Context: an optimization exercise on an open-source flow, tuned for small area and a short achievable clock period. The choices shown serve that exercise and are no tape-out recipe. In this exercise RTL edits were held to simulation tests only and were not proved equivalent to the original. Power figures rest on the tool's default switching activity, not on a simulated workload.

run A:
Design tread_alu, start of the top module:
module tread_alu (
    input  wire        clk,
    input  wire        rst,
    input  wire        in_valid,
    input  wire [4:0]  in_code,
    input  wire        in_to_flags,    
    input  wire [63:0] in_x,
    input  wire [63:0] in_y,
    output reg         out_valid,
    output wire [63:0] out_result,
    output wire [5:0]  flags
);
    localparam F_C  = 0;
    localparam F_V  = 1;
    localparam F_Z  = 2;
    localparam F_N  = 3;
    localparam F_DZ = 4;
    localparam F_VS = 5;
    localparam CZB = 40;
    localparam PCB = 48;
    integer i;
    genvar g;
    wire [4:0]  c = in_code;
    wire [63:0] x = in_x;
    wire [63:0] y = in_y;
    wire op_arith  = (c[4:2] == 3'b000);
    wire op_logic  = (c[4:2] == 3'b001);
    wire op_or     = (c == 5'h05);
    wire op_xor    = (c == 5'h06);
    wire op_shift  = (c[4:2] == 3'b010);
    wire op_cmpeq  = (c == 5'h0C);
    wire op_cmplt  = (c == 5'h0D);
    wire op_cmpltu = (c == 5'h0E);
    wire op_min    = (c == 5'h0F);
    wire op_max    = (c == 5'h10);
    wire op_minu   = (c == 5'h11);
    wire op_maxu   = (c == 5'h12);
    wire op_popc   = (c == 5'h13);
    wire op_clz    = (c == 5'h14);
    wire op_ctz    = (c == 5'h15);
    wire op_brev   = (c == 5'h16);
    wire        sub = c[0] | c[3] | c[4];
    wire [63:0] b   = y ^ {64{sub}};
    wire        cin = (c[4:1] == 4'b0001) ? flags[F_C] ^ c[0] : sub;
    wire [63:0] p   = x ^ b;
    wire [63:0] gen = x & b;
    wire c1 = gen[0] | p[0] & cin;
    wire pg0_1_g = gen[1] | p[1] & gen[0];
    wire pg0_1_p = p[1] & p[0];
    wire pg0_3_g = gen[3] | p[3] & gen[2];
    wire pg0_3_p = p[3] & p[2];
    wire pg0_5_g = gen[5] | p[5] & gen[4];
    wire pg0_5_p = p[5] & p[4];
    wire pg0_7_g = gen[7] | p[7] & gen[6];
    wire pg0_7_p = p[7] & p[6];
    wire pg0_9_g = gen[9] | p[9] & gen[8];
    wire pg0_9_p = p[9] & p[8];
    wire pg0_11_g = gen[11] | p[11] & gen[10];
  ...
export LEC_CHECK = 0
export CAP_MARGIN = 20
export CORE_MARGIN = 2
export CORE_UTILIZATION = 40
export SLEW_MARGIN = 20
create_clock -name core_clock -period 13.0 [get_ports {clk}]
standard.sh (not shown) runs the stock make flow with config.mk's settings and CLKGATE_MAP_FILE= SYNTH_SCRIPT=/design/flow/synth_recipe.tcl, a recipe that flattens the netlist after the stock synthesis.
==> flow/flow/run.sh <==
#!/bin/bash
# The standard layout (the standard.sh, with its synthesis unchanged),
# with two changes to how the layout is made:
#  - timing repair aims for 6.5 ns more setup slack than the clock period
#    needs, so that the resizer also works on the longest paths;
#  - the port buffers that buffer_ports inserts are buf_2 cells.
# The clock period and the constraints stay the design's.
set -euo pipefail
bash standard.sh SETUP_SLACK_MARGIN=6.5 \
  "BUFFER_PORTS_ARGS=-buffer_cell sky130_fd_sc_hd__buf_2" finish > standard.log 2>&1
Input-level comparison between run B and run A:
--- a/flow/design.v
+++ b/flow/design.v
@@ -376,17 +376,17 @@
     wire        lt_u  = ~cout;                           
     wire        lt_s  = (x[63] ^ y[63]) ? x[63] : lt_u;  
     wire        lt    = (op_minu | op_maxu) ? lt_u : lt_s;
     wire        cmp   = op_cmpeq & eq | op_cmplt & lt_s | op_cmpltu & lt_u;
     wire        sel_x = (op_min | op_minu) & lt | (op_max | op_maxu) & ~lt;
     wire        sel_y = (op_min | op_minu) & ~lt | (op_max | op_maxu) & lt | op_or;
     wire        sel_g = op_logic & ~op_xor;           
     wire        sel_p = op_xor;
-    wire [5:0]  s      = y[5:0] & {6{op_shift}};    
+    wire [5:0]  s      = y[5:0];
     wire        right  = c[0] ^ c[1];                   
     wire        is_rol = c[0] & c[1];
     wire [5:0]  r      = right ? (6'd0 - s) : s;
     wire [63:0] rot1 = r[0] ? {x[62:0],    x[63]}       : x;
     wire [63:0] rot2 = r[1] ? {rot1[61:0], rot1[63:62]} : rot1;
     wire [63:0] rot3 = r[2] ? {rot2[59:0], rot2[63:60]} : rot2;
     wire [63:0] rot4 = r[3] ? {rot3[55:0], rot3[63:56]} : rot3;
     wire [63:0] rot5 = r[4] ? {rot4[47:0], rot4[63:48]} : rot4;
@@ -677,17 +677,18 @@
     always @(*) begin
         for (i = 0; i < 64; i = i + 1)
             brev[i] = x[63 - i];
     end
     wire [6:0] cz = {7{op_clz}} & clz | {7{op_ctz}} & ctz;
     wire [63:0] mid_d = {64{op_arith}} & sum
                       | {64{sel_g}} & gen
                       | {64{sel_p}} & p
-                      | {64{op_shift | sel_x}} & sres
+                      | {64{op_shift}} & sres
+                      | {64{sel_x}} & x
                       | {64{sel_y}} & y
                       | {64{op_brev}} & brev
                       | {{(64-PCW){1'b0}}, {PCW{op_popc}} & pc_cut} << PCB
                       | {57'd0, cz} << CZB
                       | {63'd0, cmp};
     wire res0 = op_shift & r[5] ? sres[32] :
                 op_popc ? pc_cut[0] :
                 (op_clz | op_ctz) ? cz[0] : mid_d[0];
[summary]
Every run (run B and run A) finished clean. [run B] buffer count excluding the clock tree in the final layout rose about 12% relative to run A. NOTE: switching fraction of total power in run B falls short of that of run A. Run A has higher wire length of the first global-routing pass than run B. Per the comparison of run B with run A, post-placement cell area saw an increase; width of the die saw an increase; met2 layer wire length in the routed design saw an increase; total setup buffers inserted after CTS saw an increase. Register-to-register slack, run B and run A, higher one = run A. Delta (run B minus run A): floorplan die area increased by about 3.3% relative to the old numbers; critical path depth increased by 2 relative to the old numbers; overall track demand over capacity in global routing decreased by 1.5 points relative to the old numbers; count of non-filler cells in the finished layout decreased by 19 relative to the old numbers.

## port drivers added, routing unchanged
No port has a modelled driver above. Below, the same layouts with a new extraction and two added sets of constraints. Step 1 assumes that a clkbuf_16 drives the clock port and a buf_2 every other input. Step 2 also shifts input and output timing later by t, the mid clock arrival at the registers, as if the neighbouring blocks saw the same clock. Slacks: ideal / step 1 / step 2; pairs: ideal / step 1.
run	shift t [ns]	slack for setup (ns)	worst setup path after step 2
run A	0.417	6.501 / 6.530 / 6.113	input to register
run B	0.396	6.487 / 6.507 / 6.111	input to register
After both steps every run listed still meets setup and hold. For run A, which loses most, drivers alone change the setup slack by +0.029 ns; drivers and shift together by -0.388 ns.
